Source: an optimization exercise on an open RTL-to-GDS flow (aim: small area). Production flows keep margins and buffers that such runs may drop.
Function was checked by simulation only, so behaviour that the tests miss may differ from the original.

[design/flow/run.sh]
#!/bin/bash
# synth_recipe.tcl (not shown) runs the flow's synth.tcl, then flattens the netlist and writes it again
# the make line also repeats each setting of config.mk as NAME=value (left out here)
make -C /OpenROAD-flow-scripts/flow DESIGN_CONFIG=/design/flow/config.mk WORK_HOME=/design/flow/orfs CLKGATE_MAP_FILE= SYNTH_SCRIPT=/design/flow/synth_recipe.tcl finish
[design/flow/config.mk]
export PLATFORM = sky130hd
export DESIGN_NAME = bsd_group
export DESIGN_NICKNAME = bsd_group
export VERILOG_FILES = /design/flow/design.v
export SDC_FILE = /design/flow/constraint.sdc
export NUM_CORES = 4
export LEC_CHECK = 0
export CAP_MARGIN = 20
export CORE_MARGIN = 2
export CORE_UTILIZATION = 65
export CTS_BUF_LIST = sky130_fd_sc_hd__clkbuf_8
export CTS_CLUSTER_DIAMETER = 60
export CTS_CLUSTER_SIZE = 14
export PLACE_DENSITY = 0.75
export SLEW_MARGIN = 20
export SYNTH_HIERARCHICAL = 1
export SYNTH_MINIMUM_KEEP_SIZE = 0
[design/flow/constraint.sdc]
create_clock -name core_clock -period 25.0 [get_ports {clk}]
set_input_delay 5.0000 -clock core_clock [delete_from_list [all_inputs] [get_ports {clk}]]
set_output_delay 5.0000 -clock core_clock [all_outputs]
set_load 0.01 [all_outputs]
[design/flow/design.v]
module bsd_chan (
    input  wire               clk,
    input  wire               rst,
    input  wire               bit_en,      
    input  wire               din,         
    input  wire [26:0]        cw0,         
    input  wire [26:0]        cw1,
    input  wire [26:0]        cw2,
    input  wire [26:0]        cw3,
    input  wire               a_sh,        
    input  wire               a_kp,        
    input  wire [4:0]         tap,         
    input  wire               ok1,         
    input  wire               ok2,
    input  wire               ok3,
    input  wire [15:0]        fr3h,        
    input  wire               fr_par,      
    input  wire               fast_en,
    input  wire [17:0]        n_lo,        
    input  wire [17:0]        n_hi,        
    input  wire [17:0]        n_lo_in,     
    input  wire [17:0]        n_hi_in,     
    input  wire [2:0]         fast_cnt,
    input  wire [12:0]        stuck_n,
    output wire [37:0]        s_data,
    output wire [16:0]        fast_val,
    output reg                fast_out,
    output wire               stuck
);
    integer k;
    reg  [36:0] acc0, acc1;
    reg  [35:0] acc2;
    reg  [32:0] acc3;
    wire xn = ~din && bit_en;          
    wire [36:0] base0 = (acc1 & {37{a_sh}}) | (acc0 & {37{a_kp}});
    wire [36:0] base1 = ({acc2[35], acc2} & {37{a_sh}}) | (acc1 & {37{a_kp}});
    wire [35:0] base2 = ({{3{acc3[32]}}, acc3} & {36{a_sh}}) | (acc2 & {36{a_kp}});
    wire [32:0] base3 = acc3 & {33{a_kp}};
    wire [36:0] acc0_n, acc1_n;
    wire [35:0] acc2_n;
    wire [32:0] acc3_n;
    rc_add #(37) u_a0 (.a(base0), .b({{10{xn}}, cw0 ^ {27{xn}}}), .ci(xn), .s(acc0_n));
    rc_add #(37) u_a1 (.a(base1), .b({{10{xn}}, cw1 ^ {27{xn}}}), .ci(xn), .s(acc1_n));
    rc_add #(36) u_a2 (.a(base2), .b({{9{xn}},  cw2 ^ {27{xn}}}), .ci(xn), .s(acc2_n));
    rc_add #(33) u_a3 (.a(base3), .b({{6{xn}},  cw3 ^ {27{xn}}}), .ci(xn), .s(acc3_n));
    always @(posedge clk) begin
        acc0 <= acc0_n;
        acc1 <= acc1_n;
        acc2 <= acc2_n;
        acc3 <= acc3_n;
    end
    wire s_pos = (acc0[35:0] == 36'd0) && dl1[0];    
    assign s_data = {acc0[36] && !s_pos, acc0};
    reg [31:0] dl1, dl2, dl3;           
    wire b1 = dl1[tap] && ok1;          
    wire b2 = dl2[tap] && ok2;          
    wire b3 = dl3[tap] && ok3;          
    reg [6:0]  e1, e1d;
    reg [11:0] e2;
    reg [15:0] h3;
    wire [2:0] t1r = {2'b00, din} + {2'b00, b2} - {1'b0, b1, 1'b0};
    wire [2:0] t2r = {2'b00, b1}  + {2'b00, b3} - {1'b0, b2, 1'b0};
    wire [2:0] t1  = t1r & {3{bit_en}};
    wire [2:0] t2  = t2r & {3{bit_en}};
    wire [6:0] e1_n, e1d_n;
    rc_add #(7) u_e1  (.a(e1),  .b({{4{t1[2]}}, t1}), .ci(1'b0), .s(e1_n));
    rc_add #(7) u_e1d (.a(e1d), .b({{4{t2[2]}}, t2}), .ci(1'b0), .s(e1d_n));
    wire [7:0] de1;
    rc_add #(8) u_de1 (.a({e1_n[6], e1_n}), .b(~{e1d_n[6], e1d_n}), .ci(1'b1), .s(de1));
    wire [11:0] e2_n;
    rc_add #(12) u_e2 (.a(e2), .b({{4{de1[7]}}, de1} & {12{bit_en}}), .ci(1'b0), .s(e2_n));
    wire [15:0] h3_n;
    rc_add #(16) u_h3 (.a(h3), .b({{4{e2_n[11]}}, e2_n} & {16{bit_en}}), .ci(1'b0), .s(h3_n));
    assign fast_val = {h3, fr_par};
    wire [17:0] v = {~h3_n[15], h3_n, fr_par};    
    wire c_lo, c_hi, c_lo_in, c_hi_in;
    rc_cmp #(18) u_lo    (.a(v), .nb(n_lo),    .ci(1'b1), .co(c_lo));      
    rc_cmp #(18) u_hi    (.a(v), .nb(n_hi),    .ci(1'b0), .co(c_hi));      
    rc_cmp #(18) u_lo_in (.a(v), .nb(n_lo_in), .ci(1'b1), .co(c_lo_in));   
    rc_cmp #(18) u_hi_in (.a(v), .nb(n_hi_in), .ci(1'b0), .co(c_hi_in));   
    wire out_now = !c_lo || c_hi;
    wire in_now  = c_lo_in && !c_hi_in;
    reg  [2:0] cnt_out, cnt_in;
    wire [2:0] cnt_out_n = out_now ? ((cnt_out == 3'd4) ? 3'd4 : cnt_out + 3'd1) : 3'd0;
    wire [2:0] cnt_in_n  = in_now  ? ((cnt_in  == 3'd4) ? 3'd4 : cnt_in  + 3'd1) : 3'd0;
    always @(posedge clk) begin
        if (bit_en) begin
            dl1 <= {dl1[30:0], din};
            dl2 <= {dl2[30:0], b1};
            dl3 <= {dl3[30:0], b2};
        end
        if (rst) begin
            e1       <= 7'd0;
            e1d      <= 7'd0;
            e2       <= 12'd0;
            h3       <= fr3h;
            fast_out <= 1'b0;
            cnt_out  <= 3'd0;
            cnt_in   <= 3'd0;
        end else begin
            e1  <= e1_n;
            e1d <= e1d_n;
            e2  <= e2_n;
            h3  <= h3_n;
            if (bit_en) begin
                cnt_out  <= cnt_out_n;
                cnt_in   <= cnt_in_n;
                if (!fast_en)
                    fast_out <= 1'b0;
                else if (!fast_out && cnt_out_n >= fast_cnt)
                    fast_out <= 1'b1;
                else if (fast_out && cnt_in_n >= fast_cnt)
                    fast_out <= 1'b0;
            end else if (!fast_en) begin
                fast_out <= 1'b0;
            end
        end
    end
    reg  [12:0] run_len;
    wire [12:0] run_inc;
    rc_inc #(13) u_run (.a(run_len), .s(run_inc));
    wire run_ge;
    rc_cmp #(13) u_stuck (.a(run_len), .nb(~stuck_n), .ci(1'b1), .co(run_ge));
    always @(posedge clk) begin
        if (rst) begin
            run_len <= 13'd0;
        end else if (bit_en) begin
            if (run_len != 13'd0 && din == dl1[0])
                run_len <= (&run_len) ? run_len : run_inc;
            else
                run_len <= 13'd1;
        end
    end
    assign stuck = run_ge;
endmodule
module rc_add #(parameter W = 8) (
    input  wire [W-1:0] a,
    input  wire [W-1:0] b,
    input  wire         ci,
    output wire [W-1:0] s
);
    wire [W:0] c;
    assign c[0] = ci;
    genvar i;
    generate
        for (i = 0; i < W; i = i + 1) begin : g_bit
            fa1 u_fa (.a(a[i]), .b(b[i]), .ci(c[i]), .s(s[i]), .co(c[i+1]));
        end
    endgenerate
endmodule
module rc_inc #(parameter W = 8) (
    input  wire [W-1:0] a,
    output wire [W-1:0] s
);
    wire [W:0] c;
    assign c[0] = 1'b1;
    genvar i;
    generate
        for (i = 0; i < W; i = i + 1) begin : g_bit
            ha1 u_ha (.a(a[i]), .b(c[i]), .s(s[i]), .co(c[i+1]));
        end
    endgenerate
endmodule
module ha1 (
    input  wire a,
    input  wire b,
    output wire s,
    output wire co
);
    assign s  = a ^ b;
    assign co = a & b;
endmodule
module fa1 (
    input  wire a,
    input  wire b,
    input  wire ci,
    output wire s,
    output wire co
);
    assign s  = a ^ b ^ ci;
    assign co = (a & b) | (ci & (a ^ b));
endmodule
module rc_cmp #(parameter W = 8) (
    input  wire [W-1:0] a,
    input  wire [W-1:0] nb,
    input  wire         ci,
    output reg          co
);
    integer i;
    always @(*) begin
        co = ci;
        for (i = 0; i < W; i = i + 1)
            co = (a[i] & nb[i]) | (co & a[i]) | (co & nb[i]);
    end
endmodule
module rc_addc #(parameter W = 8) (
    input  wire [W-1:0] a,
    input  wire [W-1:0] b,
    output wire [W:0]   s
);
    wire [W:0] c;
    assign c[0] = 1'b0;
    genvar i;
    generate
        for (i = 0; i < W; i = i + 1) begin : g_bit
            fa1 u_fa (.a(a[i]), .b(b[i]), .ci(c[i]), .s(s[i]), .co(c[i+1]));
        end
    endgenerate
    assign s[W] = c[W];
endmodule
module rc_mul #(parameter NA = 8, parameter NB = 8) (
    input  wire [NA-1:0]    a,
    input  wire [NB-1:0]    b,
    output wire [NA+NB-1:0] p
);
    wire [NA-1:0] hi [0:NB-1];    
    assign p[0]  = a[0] & b[0];
    assign hi[0] = {1'b0, a[NA-1:1] & {(NA-1){b[0]}}};
    genvar j;
    generate
        for (j = 1; j < NB; j = j + 1) begin : g_row
            wire [NA:0] s;
            rc_addc #(NA) u_row (.a(hi[j-1]), .b(a & {NA{b[j]}}), .s(s));
            assign p[j]  = s[0];
            assign hi[j] = s[NA:1];
        end
    endgenerate
    assign p[NA+NB-1:NB] = hi[NB-1];
endmodule
module div3 #(parameter W = 8) (
    input  wire [W-1:0] a,
    output wire [W-1:0] q
);
    wire [1:0] r [0:W];
    assign r[W] = 2'd0;
    genvar i;
    generate
        for (i = W - 1; i >= 0; i = i - 1) begin : g_bit
            div3_step u_st (.r(r[i+1]), .a(a[i]), .q(q[i]), .ro(r[i]));
        end
    endgenerate
endmodule
module div3_step (
    input  wire [1:0] r,
    input  wire       a,
    output wire       q,
    output wire [1:0] ro
);
    assign q     = r[1] | (r[0] & a);
    assign ro[1] = (r[0] & ~a) | (r[1] & a);
    assign ro[0] = (~r[1] & ~r[0] & a) | (r[1] & ~a);
endmodule
module bsd_group (
    input  wire         clk,
    input  wire         rst,
    input  wire         bit_en,
    input  wire [3:0]   sdin,
    input  wire         sync,
    input  wire         order4,
    input  wire [9:0]   dec_r,
    input  wire [5:0]   fast_r,
    input  wire         fast_en,
    input  wire [17:0]  fast_lo,
    input  wire [17:0]  fast_hi,
    input  wire [16:0]  fast_hyst,
    input  wire [2:0]   fast_cnt,
    input  wire [12:0]  stuck_n,
    output reg          s_valid,
    output wire [151:0] s_data,
    output wire [67:0]  fast_val,
    output wire [3:0]   fast_out,
    output wire [3:0]   stuck
);
    localparam NCH = 4;
    reg  sync_pend;
    wire restart = sync | sync_pend;
    reg  [9:0] blk_cnt;
    wire [9:0] blk_inc;
    rc_inc #(10) u_blk_inc (.a(blk_cnt), .s(blk_inc));
    wire [9:0] blk_cnt_n = restart ? 10'd1 : blk_inc;
    wire       blk_end   = (blk_cnt_n == dec_r);
    reg  comb_pend;
    reg  fr_par;
    always @(posedge clk) begin
        if (rst) begin
            sync_pend <= 1'b1;
            blk_cnt   <= 10'd0;
            s_valid   <= 1'b0;
            comb_pend <= 1'b0;
            fr_par    <= fast_r[0];
        end else begin
            s_valid <= bit_en && blk_end;
            if (bit_en) begin
                sync_pend <= 1'b0;
                blk_cnt   <= blk_end ? 10'd0 : blk_cnt_n;
                comb_pend <= blk_end;
            end else if (sync) begin
                sync_pend <= 1'b1;
            end
        end
    end
    wire       en    = bit_en;
    wire       bend  = bit_en && blk_end;
    wire [9:0] pos   = restart ? 10'd0 : blk_cnt;
    wire [8:0]  rm1 = dec_r[8:0] - 9'd1;
    wire [8:0]  rm2 = dec_r[8:0] - 9'd2;
    wire [18:0] p_q;
    rc_mul #(10, 9) u_mq (.a(dec_r), .b(rm1), .p(p_q));        
    wire [16:0] q   = p_q[17:1];                                
    wire [25:0] p_t;
    rc_mul #(17, 9) u_mt (.a(q), .b(rm2), .p(p_t));            
    wire [25:0] p_t3;
    div3 #(26) u_d3 (.a(p_t), .q(p_t3));
    wire [24:0] t   = p_t3[24:0];                               
    wire [17:0] q1;
    rc_add #(18) u_q1  (.a({1'b0, q}), .b({8'd0, dec_r}),      .ci(1'b0), .s(q1));    
    wire [24:0] t1, t2;
    rc_add #(25) u_t1  (.a(t),  .b({8'd0, q}),  .ci(1'b0), .s(t1));    
    rc_add #(25) u_t2  (.a(t1), .b({7'd0, q1}), .ci(1'b0), .s(t2));    
    wire [26:0] sv0 = order4 ? {2'b00, t2}  : {9'd0, q1};
    wire [18:0] sd0 = order4 ? {1'b1, ~q1} : {10'h3ff, ~rm1};
    wire        cfix = restart && order4;
    wire [26:0] sv1 = order4 ? {t1, 2'b00}  : {10'd0, q};
    wire [18:0] sd1 = {9'd0, dec_r};
    wire [26:0] sv2 = {2'b00, t & {25{order4}}};
    wire [18:0] sd2 = {2'b00, q & {17{order4}}};
    wire [11:0] i3;
    rc_add #(12) u_i3 (.a({2'b00, pos}), .b({1'b0, pos, 1'b0}), .ci(1'b0), .s(i3));
    wire [11:0] r_i, i3_2r, r_3i;
    rc_add #(12) u_ri   (.a({2'b00, dec_r}), .b(~{2'b00, pos}),         .ci(1'b1), .s(r_i));
    rc_add #(12) u_i3r  (.a(i3),             .b(~{1'b0, dec_r, 1'b0}),  .ci(1'b1), .s(i3_2r));
    rc_add #(12) u_r3i  (.a({2'b00, dec_r}), .b(~i3),                   .ci(1'b1), .s(r_3i));
    wire [11:0] d2_0 = order4 ? r_i   : 12'd1;
    wire [11:0] d2_1 = order4 ? i3_2r : 12'hffe;
    wire [11:0] d2_2 = order4 ? r_3i  : 12'd1;
    wire [11:0] d2_3 = order4 ? {2'b00, pos} : 12'd0;
    reg  [26:0] gv0, gv1, gv2, gv3;
    reg  [18:0] gd0, gd1, gd2, gd3;
    wire [26:0] cv0 = restart ? sv0 : gv0;
    wire [26:0] cv1 = restart ? sv1 : gv1;
    wire [26:0] cv2 = restart ? sv2 : gv2;
    wire [26:0] cv3 = restart ? 27'd0 : gv3;
    wire [18:0] cd0 = restart ? sd0 : gd0;
    wire [18:0] cd1 = restart ? sd1 : gd1;
    wire [18:0] cd2 = restart ? sd2 : gd2;
    wire [18:0] cd3 = restart ? 19'd0 : gd3;
    wire [18:0] cd0g = cd0 & {19{en}};
    wire [18:0] cd1g = cd1 & {19{en}};
    wire [18:0] cd2g = cd2 & {19{en}};
    wire [18:0] cd3g = cd3 & {19{en}};
    wire [26:0] nv0, nv1, nv2, nv3;
    rc_add #(27) u_nv0 (.a(cv0), .b({{8{cd0g[18]}}, cd0g}), .ci(cfix && en), .s(nv0));
    rc_add #(27) u_nv1 (.a(cv1), .b({{8{cd1g[18]}}, cd1g}), .ci(1'b0), .s(nv1));
    rc_add #(27) u_nv2 (.a(cv2), .b({{8{cd2g[18]}}, cd2g}), .ci(1'b0), .s(nv2));
    rc_add #(27) u_nv3 (.a(cv3), .b({{8{cd3g[18]}}, cd3g}), .ci(1'b0), .s(nv3));
    wire [11:0] d2_0g = d2_0 & {12{en}};
    wire [11:0] d2_1g = d2_1 & {12{en}};
    wire [11:0] d2_2g = d2_2 & {12{en}};
    wire [11:0] d2_3g = d2_3 & {12{en}};
    wire [18:0] nd0, nd1, nd2, nd3;
    rc_add #(19) u_nd0 (.a(cd0), .b({{7{d2_0g[11]}}, d2_0g}), .ci(cfix), .s(nd0));
    rc_add #(19) u_nd1 (.a(cd1), .b({{7{d2_1g[11]}}, d2_1g}), .ci(1'b0), .s(nd1));
    rc_add #(19) u_nd2 (.a(cd2), .b({{7{d2_2g[11]}}, d2_2g}), .ci(1'b0), .s(nd2));
    rc_add #(19) u_nd3 (.a(cd3), .b({{7{d2_3g[11]}}, d2_3g}), .ci(1'b0), .s(nd3));
    always @(posedge clk) begin
        gv0 <= bend ? nv1 : nv0;
        gv1 <= bend ? nv2 : nv1;
        gv2 <= bend ? nv3 : nv2;
        gv3 <= bend ? 27'd0 : nv3;
        gd0 <= bend ? nd1 : nd0;
        gd1 <= bend ? nd2 : nd1;
        gd2 <= bend ? nd3 : nd2;
        gd3 <= bend ? 19'd0 : nd3;
    end
    wire [26:0] cw0 = cv0 & {27{en}};
    wire [26:0] cw1 = cv1 & {27{en}};
    wire [26:0] cw2 = cv2 & {27{en}};
    wire [26:0] cw3 = cv3 & {27{en}};
    wire a_sh = en && comb_pend && !restart;
    wire a_kp = !en || (!comb_pend && !restart);
    reg  [6:0] nb_cnt;
    wire [6:0] nb_inc;
    rc_inc #(7) u_nb_inc (.a(nb_cnt), .s(nb_inc));
    always @(posedge clk) begin
        if (rst)
            nb_cnt <= 7'd0;
        else if (bit_en && nb_cnt != 7'd96)
            nb_cnt <= nb_inc;
    end
    wire [6:0] fr_x1 = {1'b0, fast_r};
    wire [6:0] fr_x2 = {fast_r, 1'b0};
    wire [6:0] fr_x3;
    rc_add #(7) u_fr_x3 (.a(fr_x1), .b(fr_x2), .ci(1'b0), .s(fr_x3));
    wire ok1, ok2, ok3;      
    rc_cmp #(7) u_ok1 (.a(nb_cnt), .nb(~fr_x1), .ci(1'b1), .co(ok1));
    rc_cmp #(7) u_ok2 (.a(nb_cnt), .nb(~fr_x2), .ci(1'b1), .co(ok2));
    rc_cmp #(7) u_ok3 (.a(nb_cnt), .nb(~fr_x3), .ci(1'b1), .co(ok3));
    reg [15:0] fr3h;
    always @(*) begin
        case (fast_r)
            6'd0: fr3h = 16'h0000;
            6'd1: fr3h = 16'hffff;
            6'd2: fr3h = 16'hfffc;
            6'd3: fr3h = 16'hfff2;
            6'd4: fr3h = 16'hffe0;
            6'd5: fr3h = 16'hffc1;
            6'd6: fr3h = 16'hff94;
            6'd7: fr3h = 16'hff54;
            6'd8: fr3h = 16'hff00;
            6'd9: fr3h = 16'hfe93;
            6'd10: fr3h = 16'hfe0c;
            6'd11: fr3h = 16'hfd66;
            6'd12: fr3h = 16'hfca0;
            6'd13: fr3h = 16'hfbb5;
            6'd14: fr3h = 16'hfaa4;
            6'd15: fr3h = 16'hf968;
            6'd16: fr3h = 16'hf800;
            6'd17: fr3h = 16'hf667;
            6'd18: fr3h = 16'hf49c;
            6'd19: fr3h = 16'hf29a;
            6'd20: fr3h = 16'hf060;
            6'd21: fr3h = 16'hede9;
            6'd22: fr3h = 16'heb34;
            6'd23: fr3h = 16'he83c;
            6'd24: fr3h = 16'he500;
            6'd25: fr3h = 16'he17b;
            6'd26: fr3h = 16'hddac;
            6'd27: fr3h = 16'hd98e;
            6'd28: fr3h = 16'hd520;
            6'd29: fr3h = 16'hd05d;
            6'd30: fr3h = 16'hcb44;
            6'd31: fr3h = 16'hc5d0;
            6'd32: fr3h = 16'hc000;
            6'd33: fr3h = 16'hb9cf;
            6'd34: fr3h = 16'hb33c;
            6'd35: fr3h = 16'hac42;
            6'd36: fr3h = 16'ha4e0;
            6'd37: fr3h = 16'h9d11;
            6'd38: fr3h = 16'h94d4;
            6'd39: fr3h = 16'h8c24;
            6'd40: fr3h = 16'h8300;
            6'd41: fr3h = 16'h7963;
            6'd42: fr3h = 16'h6f4c;
            6'd43: fr3h = 16'h64b6;
            6'd44: fr3h = 16'h59a0;
            6'd45: fr3h = 16'h4e05;
            6'd46: fr3h = 16'h41e4;
            6'd47: fr3h = 16'h3538;
            6'd48: fr3h = 16'h2800;
            6'd49: fr3h = 16'h1a37;
            6'd50: fr3h = 16'h0bdc;
            6'd51: fr3h = 16'hfcea;
            6'd52: fr3h = 16'hed60;
            6'd53: fr3h = 16'hdd39;
            6'd54: fr3h = 16'hcc74;
            6'd55: fr3h = 16'hbb0c;
            6'd56: fr3h = 16'ha900;
            6'd57: fr3h = 16'h964b;
            6'd58: fr3h = 16'h82ec;
            6'd59: fr3h = 16'h6ede;
            6'd60: fr3h = 16'h5a20;
            6'd61: fr3h = 16'h44ad;
            6'd62: fr3h = 16'h2e84;
            6'd63: fr3h = 16'h17a0;
            default: fr3h = 16'h0000;
        endcase
    end
    wire [18:0] lo_in, hi_in;
    rc_add #(19) u_lo_in (.a({fast_lo[17], fast_lo}), .b({2'b00, fast_hyst}),  .ci(1'b0), .s(lo_in));
    rc_add #(19) u_hi_in (.a({fast_hi[17], fast_hi}), .b(~{2'b00, fast_hyst}), .ci(1'b1), .s(hi_in));
    wire [17:0] lo_in_s = (lo_in[18] != lo_in[17]) ? 18'h1ffff : lo_in[17:0];
    wire [17:0] hi_in_s = (hi_in[18] != hi_in[17]) ? 18'h20000 : hi_in[17:0];
    wire [4:0] tap = fast_r[4:0] - 5'd1;
    genvar c;
    generate
        for (c = 0; c < NCH; c = c + 1) begin : g_ch
            bsd_chan u_ch (
                .clk       (clk),
                .rst       (rst),
                .bit_en    (bit_en),
                .din       (sdin[c]),
                .cw0       (cw0),
                .cw1       (cw1),
                .cw2       (cw2),
                .cw3       (cw3),
                .a_sh      (a_sh),
                .a_kp      (a_kp),
                .tap       (tap),
                .ok1       (ok1),
                .ok2       (ok2),
                .ok3       (ok3),
                .fr3h      (fr3h),
                .fr_par    (fr_par),
                .fast_en   (fast_en),
                .n_lo      (~{~fast_lo[17], fast_lo[16:0]}),
                .n_hi      (~{~fast_hi[17], fast_hi[16:0]}),
                .n_lo_in   (~{~lo_in_s[17], lo_in_s[16:0]}),
                .n_hi_in   (~{~hi_in_s[17], hi_in_s[16:0]}),
                .fast_cnt  (fast_cnt),
                .stuck_n   (stuck_n),
                .s_data    (s_data[38*c +: 38]),
                .fast_val  (fast_val[17*c +: 17]),
                .fast_out  (fast_out[c]),
                .stuck     (stuck[c])
            );
        end
    endgenerate
endmodule
==> metrics.md <==
| Metric | Value |
|---|---|
| Outcome | failed layout checks |
| Fail Reasons | setup timing |
| Antenna Nets Post-Route | 0 |
| Post-CTS Hold Fix Bufs | 0 |
| Vias | 63732 |
| Initial antenna violation count | 15 |
| Design area | 106000 um2 |
| Syn-to-layout area delta | 12.6% |
| Worst-path clk slew | 90 ps |
| Root Buffer | clkbuf_8 |
| Initial Utilization | 65.6% |
| Number of cells produced by synthesis | approximately 7700 |
| Max Slew Vio Count | 0 |
| Sinks on Clock Net | about 1400 |
| Num ports | approximately 320 |
| CP startpoint kind | input port |
| Layout Cells excl Fill | between 10000 and 15000 |
| Rows | 139 |
| Core ar. | 144000 um2 |
| CTS Buf Count | 137 |
| Syn avg cell area | approximately 12 um2 |
| Chip height | 385 um |
| Area after DPL | 102000 um2 |
| Final setup violation count | 513 |
| Worst slew pin tran | 1130 ps |
| Worst path required time | 25800 ps |
| Clock Latency Late Sink | 940 ps |
| # DRC | 0 |
| Max-cap viol count | 0 |
| Crit Path Max Fanout | 4 |
| Vias in the first global route | 65739 |
| Routability cong. | between 0.9 and 1 |
| Critical Path Most Common Cell | fa_2 |
| Synth warn | 14 |
| Area of the die | about 150000 um2 |
| Gr usage total | 35.3% |
| Die W | 385 um |
| H-tree depth | 4 |
| Clk buf depth | 3 |
| Initial drt markers | 6174 |
| Hold/Removal Path Class | flop to flop |
| Final hold viol count | 0 |
| Reg2reg start | sync_pend |
| Post-detail-place hpwl | between 150 and 200 mm |
| Global route overflow | 0 |
| WP data arrival | 46140 ps |
| Worst setup path start | dec_r[0] |
| I/O Buffers | approximately 320 |
| Final period utilization | 181% |
| CTS tree | built |
| Final worst slack | -20340 ps |
| CP max stage cell | fa_2 |
| Final hold slack | 423 ps |
| Post-DR vias/cell | between 6 and 7 |
| Syn Std Cell Area | 94300 um2 |
| DR WL/cell | 25.1 um |
| Max incr delay on CP | 620 ps |
| Final wirelength | 257 mm |
| Share of cells above drive strength 1 | between 10% and 20% |
| Hold Path Origin | g_ch[2].u_ch.dl1[22] |
| Total Nets Final | 9786 |
| Final design utilization | 73.8% |
| Fin Clk Skew | 74.7 ps |
| CP Class | input port to flop |
| First-pass GRT wire length | 397 mm |
| Final period demand of the worst path | between 40000 and 50000 ps |
| First-pass detailed-route iteration total | 7 |
| Critical Path Sink Type | flop |
| Pin count of the biggest net entering global routing | 180 |
| Slew margin rel. | roughly a quarter |
| Peak Freq | 22.1 MHz |
| Cells after DPL | 9939 |
| RSZ-0062 raised after global routing | true |
[layout make-up]
class | count | area [um2]
diodes | 12 | 30.0
clock buffers | 143 | 1970
clock inverters | 96 | 722
fillers | 9830 | 37600
inverters | 250 | 951
multi-input cells | 5756 | 62200
flip-flops and latches | 1409 | 32100
well taps | 1903 | 2380
repair buffers | 663 | 5900
[layer usage]
layer / GRT usage (%) / vias to the layer above / routed length [um]
met5: 0 / - / 42
met4: 14.5 / 8 / 12100
met3: 5.95 / 550 / 18800
met2: 56.9 / 2564 / 125000
met1: 47.8 / 32790 / 102000
li1: - / 27820 / -
[path summary, 6_finish.rpt]
path                                 to  slack (ps)  cells after the start
setup reg to reg  g_ch[3].u_ch.acc1[36]        7760                     41
setup / recovery  g_ch[0].u_ch.acc0[36]      -20340                    117
hold / removal     g_ch[2].u_ch.dl1[23]         420                      0
hold reg to reg    g_ch[2].u_ch.dl1[23]         420                      0
[critical path, delay by kind of cell]
kind                     cells  cell delay (ps)
buffers and inverters        5              440
adder cells (fa/ha/maj)     80            32250
XOR/XNOR                     1              120
multiplexers                26             7520
AND/OR/NAND/NOR              3              510
AO/OA/AOI/OAI                2              310
[placed cells by master (no fill, tap or decap), drive strengths merged, types with 201 or more instances in the layout]
cell type	instances
a21oi	244
a22o	431
and2	611
buf	346
clkdlybuf4s50	316
dfxtp	1024
edfxtp	385
fa	1333
inv	312
mux2	267
nand2	360
nor2	201
xnor2	444
[stage by stage]
step                TNS [ps]  setup WS (ps)
floorplan           -6370980         -21320
global placement    -7502420         -23750
detailed placement  -7685000         -24270
CTS                 -6657500         -20550
global route        -6870920         -21110
finish              -6525540         -20340
[registers in the layout (all words and copies together) (netlist names), 27 cells and up]
signal,cells
g_ch.u_ch.dl3,128
g_ch.u_ch.acc1,148
g_ch.u_ch.acc3,132
g_ch.u_ch.run_len,52
gv3,27
g_ch.u_ch.dl2,128
g_ch.u_ch.e1d,28
gv2,27
gv1,27
g_ch.u_ch.e2,48
g_ch.u_ch.e1,28
g_ch.u_ch.dl1,128
gv0,27
g_ch.u_ch.acc0,148
g_ch.u_ch.h3,64
g_ch.u_ch.acc2,144
[repair_timing]
item	CTS	global route
endpoints found under the setup margin	513	513
gates cloned	0	0
setup buffers	27	15
pin swaps	200	92
gates resized for setup	208	170

separate check: timing with driven ports:
How much do the figures lean on ideal ports? The routed layout below was timed once more, with nothing changed but the port constraints.
Step 1 (the two cells are an assumption about what drives the block):
set clk [get_ports {clk}]
set_driving_cell -lib_cell sky130_fd_sc_hd__clkbuf_16 $clk
set_driving_cell -lib_cell sky130_fd_sc_hd__buf_2 [delete_from_list [all_inputs] $clk]
Step 2 adds t to the input delays and takes it off the output delays; t is the mean of the earliest and latest rising clock arrival at the registers after step 1. Input paths then give back, and output paths get back, about the clock's delay inside the block.
a / b / c = ideal / step 1 / step 2; a / b = the first two.
t, ns: 0.980
setup slack, ns: -20.343 / -20.344 / -21.324
hold slack, ns: 0.423 / 0.423 / 0.423
cell pins on the clock port's net: 1
For this run, drivers alone change the setup slack by -0.001 ns; drivers and shift together by -0.981 ns.
